What follows belongs to an exercise in optimizing a design on an open flow for small area, a short achievable clock period and few clock cycles; a production flow would make more cautious choices.
At most, simulation tests tie the RTL to the original design; equivalence was not proved.
Power figures rest on the tool's default switching activity, not on a simulated workload.

run A:
Design pq_engine, start of the top module:
module pq_engine (
    input  wire         clk,
    input  wire         rst,
    input  wire         cmd_valid,
    output wire         cmd_ready,
    input  wire [4:0]   cmd_k,
    input  wire [4:0]   cmd_x,
    input  wire [4:0]   cmd_y,
    input  wire         cmd_two,
    input  wire         in_valid,
    output wire         in_ready,
    input  wire [127:0] in_data,
    output wire         out_valid,
    input  wire         out_ready,
    output wire [127:0] out_data,
    output wire [4:0]   out_pos
);
==> flow/config.mk <==
export PLATFORM = sky130hd
export DESIGN_NAME = pq_engine
export DESIGN_NICKNAME = pq_engine
export VERILOG_FILES = /design/flow/design.v
export SDC_FILE = /design/flow/constraint.sdc
export NUM_CORES = 8
export LEC_CHECK = 0
export CAP_MARGIN = 20
export CORE_MARGIN = 2
export CORE_UTILIZATION = 60
export SLEW_MARGIN = 20
==> flow/constraint.sdc <==
create_clock -name core_clock -period 19.0 [get_ports {clk}]
set_input_delay 3.8000 -clock core_clock [delete_from_list [all_inputs] [get_ports {clk}]]
set_output_delay 3.8000 -clock core_clock [all_outputs]
set_load 0.01 [all_outputs]
standard.sh (not shown) runs the stock make flow with config.mk's settings and CLKGATE_MAP_FILE= SYNTH_SCRIPT=/design/flow/synth_recipe.tcl, a recipe that flattens the netlist after the stock synthesis.
==> flow/flow/run.sh <==
#!/bin/bash
# Standard ORFS layout in two calls: synthesis and floorplan with no timing
# repair margin, then placement to the end with timing repair aimed below the
# clock period. Each call's output goes to its own log.
set -euo pipefail
bash standard.sh synth floorplan SETUP_SLACK_MARGIN=0 > orfs_synth_floorplan.log 2>&1
bash standard.sh finish SETUP_SLACK_MARGIN=14.0 "BUFFER_PORTS_ARGS=-buffer_cell sky130_fd_sc_hd__buf_2"  > orfs_place_route.log 2>&1
Testbench counts of run A, summed over its fixed seeds: cycles 8,497.
[inputs] run B vs run A
- CTS_CLUSTER_DIAMETER now 100, previously not set
- CORE_UTILIZATION now 70, was 60
- CTS_CLUSTER_SIZE now 20, previously not set
### Flow results
- Changes observed in run B relative to run A: critical path depth down 1; clock period minus worst slack down 0.011 ns; met3 wirelength from detailed routing up 3.1 mm.
- Run B: no failed stages, no open violations at the end
- Sequential power essentially unchanged between run A and run B.
- Delta (run B minus run A): total vias in the final route has increased; cell area -1.9%; biggest fanout along the worst timing path essentially unchanged; number of multi-input combinational cells in the layout barely changed; smallest setup slack after layout up 0.011 ns.
Relative to run B, the following input files were edited for run C:
- changing CORE_UTILIZATION from 70 to 60
- removing CTS_CLUSTER_SIZE (formerly 20)
- removing CTS_CLUSTER_DIAMETER (formerly 100)
-- flow/flow/run.sh --
<<< run B, line 7
bash standard.sh finish SETUP_SLACK_MARGIN=14.0 "BUFFER_PORTS_ARGS=-buffer_cell sky130_fd_sc_hd__buf_2"  > orfs_place_route.log 2>&1
>>> run C, line 7
bash standard.sh finish SETUP_SLACK_MARGIN=14.0 "BUFFER_PORTS_ARGS=-buffer_cell sky130_fd_sc_hd__buf_2" TNS_END_PERCENT=5 > orfs_place_route.log 2>&1
--- outcome ---
A endpoint of the worst setup timing path of acc_a[58] is what run B shows, while out_data[59] belongs to run C. Higher power density relative to cell area goes to run C over run B. Delta (run C minus run B): flip-flop and latch count ~0 delta; sequential fraction of design power fell by 1.7 points; worst setup slack shrank by 0.058 ns; worst hold slack saw a decrease; number of nets still failing antenna checks after routing flat. Against run B, run C reports a non-clock buffer total of the final layout that is lower. Relative to run B, via count has decreased by about 2.4% in run C.
Setup changes, run C to run D
- CORE_UTILIZATION: 60 -> 70
- ABC_CLOCK_PERIOD_IN_PS: unset -> 600
-- flow/flow/run.sh --
<<< run C, line 7
bash standard.sh finish SETUP_SLACK_MARGIN=14.0 "BUFFER_PORTS_ARGS=-buffer_cell sky130_fd_sc_hd__buf_2" TNS_END_PERCENT=5 > orfs_place_route.log 2>&1
>>> run D, line 7
bash standard.sh finish SETUP_SLACK_MARGIN=14.0 "BUFFER_PORTS_ARGS=-buffer_cell sky130_fd_sc_hd__buf_2"  > orfs_place_route.log 2>&1
Results
- Each of the runs, namely run C and run D, reached the end of the flow and came out clean.
- Going from run C to run D, the effective utilization at floorplan was found to have gone up by 11 points.
- Looking at via count, run D sits about 3.4% above run C.
- In the metrics for run C and run D, the one carrying the higher global routing met3 resource utilization is run D.
- Between run C and run D, average via count per standard cell is higher for run D, run C comes in under that.
- Run D against run C: final wirelength closely matched the old numbers; worst setup slack increased by 0.059 ns relative to the old numbers.
- Between run C and run D, the flow reports pin count of the biggest net entering global routing increasing by more than 100%.
- Run D ended up with a higher combined global-route utilization of all metal layers than run C did.
- Taking run C as the reference point, the global-route wire length before repair of run D falls by 600 um.
- Detailed-routed wire length on met2 in run D is 1.8 mm below run C.
- Run D: share of the clock period used by the worst path is 0.31 points lower than what run C reported.
Input-level comparison between run E and run D:
- CORE_UTILIZATION: 70 -> 60
- ABC_AREA: unset -> 1
- ABC_CLOCK_PERIOD_IN_PS: 600 -> unset
### Flow results
- The higher clock group share of total power of run E and run D is in run D.
- Run E vs run D: global-route usage down
- Comparing the two runs side by side, run E comes out behind run D on shortest clock period the worst path allows after layout.
- [compare] base=run D new=run E: total stage count of the critical path increased by 13 relative to the old numbers; number of different library cells in the post-synthesis netlist decreased by 21 relative to the old numbers; minimum setup slack in the final design decreased by 0.067 ns relative to the old numbers.
- Run E vs run D, largest family of logic cells by synthesized area: simple AND/OR/NAND/NOR gates vs XOR/XNOR gates

Setup of lane 1:
The RTL this note starts from:
==> flow/design.v <==
module pq_engine (
    input  wire         clk,
    input  wire         rst,
    input  wire         cmd_valid,
    output wire         cmd_ready,
    input  wire [4:0]   cmd_k,
    input  wire [4:0]   cmd_x,
    input  wire [4:0]   cmd_y,
    input  wire         cmd_two,
    input  wire         in_valid,
    output wire         in_ready,
    input  wire [127:0] in_data,
    output wire         out_valid,
    input  wire         out_ready,
    output wire [127:0] out_data,
    output wire [4:0]   out_pos
);
    localparam LANES = 16;
    localparam [1:0] S_IDLE = 2'd0,
                     S_LOAD = 2'd1,
                     S_OUT1 = 2'd2,
                     S_OUT2 = 2'd3;
    function [7:0] gf_mul2;
        input [7:0] a;
        begin
            gf_mul2 = {a[6:0], 1'b0} ^ (a[7] ? 8'h1D : 8'h00);
        end
    endfunction
    function [7:0] gf_mul;
        input [7:0] a;
        input [7:0] b;
        integer i;
        reg [7:0] p;
        reg [7:0] t;
        begin
            p = 8'h00;
            t = a;
            for (i = 0; i < 8; i = i + 1) begin
                if (b[i])
                    p = p ^ t;
                t = gf_mul2(t);
            end
            gf_mul = p;
        end
    endfunction
    localparam [255:0] T_GPOW = 256'hc06030180c06038fc9ea75b45a2d984c261387cde8743a1d8040201008040201;
    localparam [255:0] T_GINV = 256'h122448903d7af4f5f7f3fbebcb8b0b162c58b07dfae9cf831b366cd8ad478e01;
    localparam [255:0] T_ZINV = 256'h595789deaaba8e02d2b4e9f26326dc678ac0e48574fba9a0545fed729da7f400;
    reg         cb_v;          
    reg         cb_p;          
    reg         cmd_rdy;
    reg [4:0]   cb_k, cb_x, cb_y;
    reg         cb_two;
    assign cmd_ready = cmd_rdy;
    wire cmd_fire = cmd_valid & cmd_rdy;
    wire [4:0] cb_k1   = cb_k + 5'd1;
    wire       cx_data = (cb_x < cb_k);
    wire [4:0] cb_d    = cb_y - cb_x;
    wire       cb_m0   = (cb_x == 5'd0);
    wire       cb_m1   = cb_two & (cb_y == 5'd1);
    wire       cb_qm   = (cb_x == cb_k1) | (cb_two & (cb_y == cb_k1));
    wire       cb_pm   = (cb_x == cb_k) | (cb_two & (cb_y == cb_k));
    wire       cb_dd   = cx_data & cb_two & (cb_y < cb_k);
    wire       cb_dp   = cx_data & cb_two & (cb_y == cb_k);
    wire       cb_dq   = cx_data & cb_two & (cb_y == cb_k1);
    wire       cb_qa   = (cb_x == cb_k1);
    wire [7:0] cb_gx   = T_GPOW[8*cb_x +: 8];
    wire [7:0] cb_gix  = T_GINV[8*cb_x +: 8];
    wire [7:0] cb_z    = T_ZINV[8*cb_d +: 8];
    reg  [7:0] p_c;
    always @(posedge clk)
        p_c <= cb_dd ? gf_mul(cb_z, cb_gix) : (cb_dp ? cb_gix : 8'h01);
    wire [7:0] l_c   = p_c;
    wire [7:0] l_e   = cb_dq ? cb_gx :
                       cb_dd ? cb_z :
                       (cb_dp | cb_qa) ? 8'h01 : 8'h00;
    wire [7:0] l_c1  = gf_mul2(l_c);
    wire [4:0] l_p0  = cb_m0 ? (cb_m1 ? 5'd2 : 5'd1) : 5'd0;
    wire [7:0] l_cw0 = cb_m0 ? (cb_m1 ? gf_mul2(l_c1) : l_c1) : l_c;
    wire [4:0] l_lp  = cb_qm ? (cb_pm ? cb_k - 5'd1 : cb_k) : cb_k1;
    reg [1:0]   state;
    reg         in_rdy;
    reg [4:0]   k_r, x_r, y_r, lp_r;  
    reg         two_r;
    reg         sh_r;          
    reg         sx;            
    reg [4:0]   pos;           
    reg [7:0]   c_r, e_r;
    reg [7:0]   cw;            
    reg         isp_r, isq_r;  
    reg         last_r;        
    reg         first;         
    reg [127:0] acc_a, acc_x;
    assign in_ready  = in_rdy;
    assign out_valid = state[1];
    assign out_data  = acc_a;
    assign out_pos   = x_r;
    wire consume  = in_valid & in_rdy;
    wire out_fire = state[1] & out_ready;
    wire shift    = out_ready & sh_r;
    wire res_done = out_fire & ((state == S_OUT2) | ~two_r);
    wire load_row = cb_p & ((state == S_IDLE) | res_done);
    reg [1:0] state_n;
    always @(*) begin
        state_n = state;
        case (state)
            S_IDLE: if (cb_p) state_n = S_LOAD;
            S_LOAD: if (consume && last_r) state_n = S_OUT1;
            S_OUT1: if (out_ready) state_n = two_r ? S_OUT2 : (cb_p ? S_LOAD : S_IDLE);
            S_OUT2: if (out_ready) state_n = cb_p ? S_LOAD : S_IDLE;
        endcase
    end
    wire cb_v_n = cmd_fire | (cb_v & ~load_row);
    function is_missing;
        input [4:0] p;
        input [4:0] x;
        input [4:0] y;
        input       two;
        begin
            is_missing = (p == x) || (two && (p == y));
        end
    endfunction
    wire [4:0] pos1 = pos + 5'd1;
    wire [4:0] pos2 = pos + 5'd2;
    wire       m1   = is_missing(pos1, x_r, y_r, two_r);
    wire       m2   = is_missing(pos2, x_r, y_r, two_r);
    wire [4:0] pn   = m1 ? (m2 ? pos + 5'd3 : pos2) : pos1;
    wire [7:0] cw1  = gf_mul2(cw);
    wire [7:0] cw2  = gf_mul2(cw1);
    wire [7:0] cwn  = m1 ? (m2 ? gf_mul2(cw2) : cw2) : cw1;
    wire [7:0] w = isq_r ? c_r : (isp_r ? e_r : (cw ^ e_r));
    wire [7:0] wm [0:7];
    assign wm[0] = w;
    genvar gb, gl;
    generate
        for (gb = 1; gb < 8; gb = gb + 1) begin : g_wm
            assign wm[gb] = gf_mul2(wm[gb-1]);
        end
    endgenerate
    wire [127:0] prod;
    generate
        for (gl = 0; gl < LANES; gl = gl + 1) begin : g_lane
            wire [7:0] d = in_data[8*gl +: 8];
            genvar gj;
            for (gj = 0; gj < 8; gj = gj + 1) begin : g_bit
                wire t0, t1, t2, t3, u0, u1;
                pq_and_xor2 i_t0 (.a0(d[0]), .b0(wm[0][gj]), .a1(d[1]), .b1(wm[1][gj]), .y(t0));
                pq_and_xor2 i_t1 (.a0(d[2]), .b0(wm[2][gj]), .a1(d[3]), .b1(wm[3][gj]), .y(t1));
                pq_and_xor2 i_t2 (.a0(d[4]), .b0(wm[4][gj]), .a1(d[5]), .b1(wm[5][gj]), .y(t2));
                pq_and_xor2 i_t3 (.a0(d[6]), .b0(wm[6][gj]), .a1(d[7]), .b1(wm[7][gj]), .y(t3));
                pq_xor2 i_u0 (.a(t0), .b(t1), .y(u0));
                pq_xor2 i_u1 (.a(t2), .b(t3), .y(u1));
                pq_xor2 i_p  (.a(u0), .b(u1), .y(prod[8*gl + gj]));
            end
        end
    endgenerate
    wire         add_a = consume & ~isq_r;
    wire         selx  = consume & last_r & sx;
    wire         keep  = ~first & ~shift;
    wire [127:0] a_m   = (acc_x & {128{shift}}) | (acc_a & {128{keep}});
    wire [127:0] x_f   = (acc_x & {128{~first}}) ^ prod;
    always @(posedge clk) begin
        acc_a <= a_m ^ (in_data & {128{add_a}}) ^ (x_f & {128{selx}});
        if (consume)
            acc_x <= x_f;
        if (cmd_fire) begin
            cb_k   <= cmd_k;
            cb_x   <= cmd_x;
            cb_y   <= cmd_y;
            cb_two <= cmd_two;
        end
        if (load_row) begin
            k_r    <= cb_k;
            x_r    <= cb_x;
            y_r    <= cb_y;
            two_r  <= cb_two;
            lp_r   <= l_lp;
            sx     <= cb_qa | cb_dp | cb_dd;
            c_r    <= l_c;
            e_r    <= l_e;
            pos    <= l_p0;
            cw     <= l_cw0;
            isp_r  <= (l_p0 == cb_k);
            isq_r  <= 1'b0;
            last_r <= (l_p0 == l_lp);
        end else begin
            if (consume) begin
                pos    <= pn;
                cw     <= cwn;
                isp_r  <= (pn == k_r);
                isq_r  <= (pn == k_r + 5'd1);
                last_r <= (pn == lp_r);
            end
            if (shift)
                x_r <= y_r;
        end
        if (rst) begin
            state   <= S_IDLE;
            sh_r    <= 1'b0;
            cb_v    <= 1'b0;
            cb_p    <= 1'b0;
            cmd_rdy <= 1'b0;
            in_rdy  <= 1'b0;
            first   <= 1'b0;
        end else begin
            state   <= state_n;
            sh_r    <= (state_n == S_OUT1) & two_r;
            cb_v    <= cb_v_n;
            cb_p    <= cb_v & ~load_row;
            cmd_rdy <= ~cb_v_n;
            in_rdy  <= (state_n == S_LOAD);
            if (load_row)
                first <= 1'b1;
            else if (consume)
                first <= 1'b0;
        end
    end
endmodule
module pq_and_xor2 (
    input  wire a0,
    input  wire b0,
    input  wire a1,
    input  wire b1,
    output wire y
);
    assign y = (a0 & b0) ^ (a1 & b1);
endmodule
module pq_xor2 (
    input  wire a,
    input  wire b,
    output wire y
);
    assign y = a ^ b;
endmodule
==> flow/config.mk <==
export PLATFORM = sky130hd
export DESIGN_NAME = pq_engine
export DESIGN_NICKNAME = pq_engine
export VERILOG_FILES = /design/flow/design.v
export SDC_FILE = /design/flow/constraint.sdc
export NUM_CORES = 8
export LEC_CHECK = 0
export CAP_MARGIN = 20
export CORE_MARGIN = 2
export CORE_UTILIZATION = 70
export CTS_CLUSTER_DIAMETER = 100
export CTS_CLUSTER_SIZE = 20
export SLEW_MARGIN = 20
export SYNTH_HIERARCHICAL = 1
==> flow/constraint.sdc <==
create_clock -name core_clock -period 19.0 [get_ports {clk}]
set_input_delay 3.8000 -clock core_clock [delete_from_list [all_inputs] [get_ports {clk}]]
set_output_delay 3.8000 -clock core_clock [all_outputs]
set_load 0.01 [all_outputs]
==> flow/flow/run.sh <==
#!/bin/bash
# Standard ORFS layout in two calls: synthesis and floorplan with no timing
# repair margin, then placement to the end with timing repair aimed below the
# clock period. Each call's output goes to its own log.
set -euo pipefail
bash standard.sh synth floorplan SETUP_SLACK_MARGIN=0 > orfs_synth_floorplan.log 2>&1
bash standard.sh finish SETUP_SLACK_MARGIN=13.9 "BUFFER_PORTS_ARGS=-buffer_cell sky130_fd_sc_hd__buf_2"  > orfs_place_route.log 2>&1
> inputs changed (lane 1 -> lane 2)
--- a/flow/flow/run.sh
+++ b/flow/flow/run.sh
@@ -6,2 +6,2 @@
 bash standard.sh synth floorplan SETUP_SLACK_MARGIN=0 > orfs_synth_floorplan.log 2>&1
-bash standard.sh finish SETUP_SLACK_MARGIN=13.9 "BUFFER_PORTS_ARGS=-buffer_cell sky130_fd_sc_hd__buf_2"  > orfs_place_route.log 2>&1
+bash standard.sh finish SETUP_SLACK_MARGIN=14.0 "BUFFER_PORTS_ARGS=-buffer_cell sky130_fd_sc_hd__buf_2"  > orfs_place_route.log 2>&1
### Flow results
Looking at the reports, lane 2 completed the entire flow and the layout it produced met the timing, design-rule and antenna checks. The sequential power was comparable across lane 1 and lane 2. Re count of plain and timing-repair buffers: lane 1 and lane 2 aren't equal, and the higher value belongs to lane 2. Between lane 1 and lane 2, the global-route wire length before repair figures differ only marginally. Lane 2 packs its core more tightly than lane 1. Fmax: lane 2 higher than lane 1. On number of nets at the end of the flow, lane 1 and lane 2 are basically level. Lane 2 ended up with a higher area growth from synthesis to layout than lane 1 did. The routed wire length of lane 2 is higher than that of lane 1. | final worst slack | lane 2 vs lane 1 | 0.035 ns higher |. The static leakage reported for lane 2 is greater than that of lane 1 by about 0.4%.
Function was not checked in any run of this note: the RTL went through the layout flow alone.

[port drivers added, routing unchanged]
In the flow no input, the clock included, has a driving cell. The finished layouts below were timed again as built, in two steps. Step 1, drivers: a clkbuf_16 drives clk and a buf_2 each remaining input, both assumed. Step 2 adds t to the input delays and takes it off the output delays; t is the mean of the earliest and latest rising clock arrival at the registers after step 1. Input paths then give back, and output paths get back, about the clock's delay inside the block. Slacks: ideal / step 1 / step 2; pairs: ideal / step 1.
| run | t, ns | setup slack, ns | clock arrival spread, ns | worst data-port slew with drivers (ns) | cell pins on the clock port's net |
|---|---|---|---|---|---|
| run A | 0.657 | 13.981 / 13.939 / 13.347 | 0.039 / 0.039 | 0.13 | 1 |
| run B | 0.631 | 13.991 / 13.935 / 13.304 | 0.027 / 0.026 | 0.16 | 1 |
| run C | 0.653 | 13.933 / 13.870 / 13.268 | 0.037 / 0.038 | 0.12 | 1 |
| run D | 0.667 | 13.992 / 13.908 / 13.240 | 0.039 / 0.039 | 0.15 | 1 |
| run E | 0.684 | 13.925 / 13.882 / 13.216 | 0.038 / 0.038 | 0.16 | 1 |
| lane 1 | 0.617 | 13.952 / 13.891 / 13.385 | 0.031 / 0.031 | 0.11 | 1 |
| lane 2 | 0.614 | 13.987 / 13.926 / 13.434 | 0.030 / 0.030 | 0.11 | 1 |
After both steps setup and hold are still met in every run listed. For run D, which loses most, drivers alone change the setup slack by -0.084 ns; drivers and shift together by -0.752 ns.
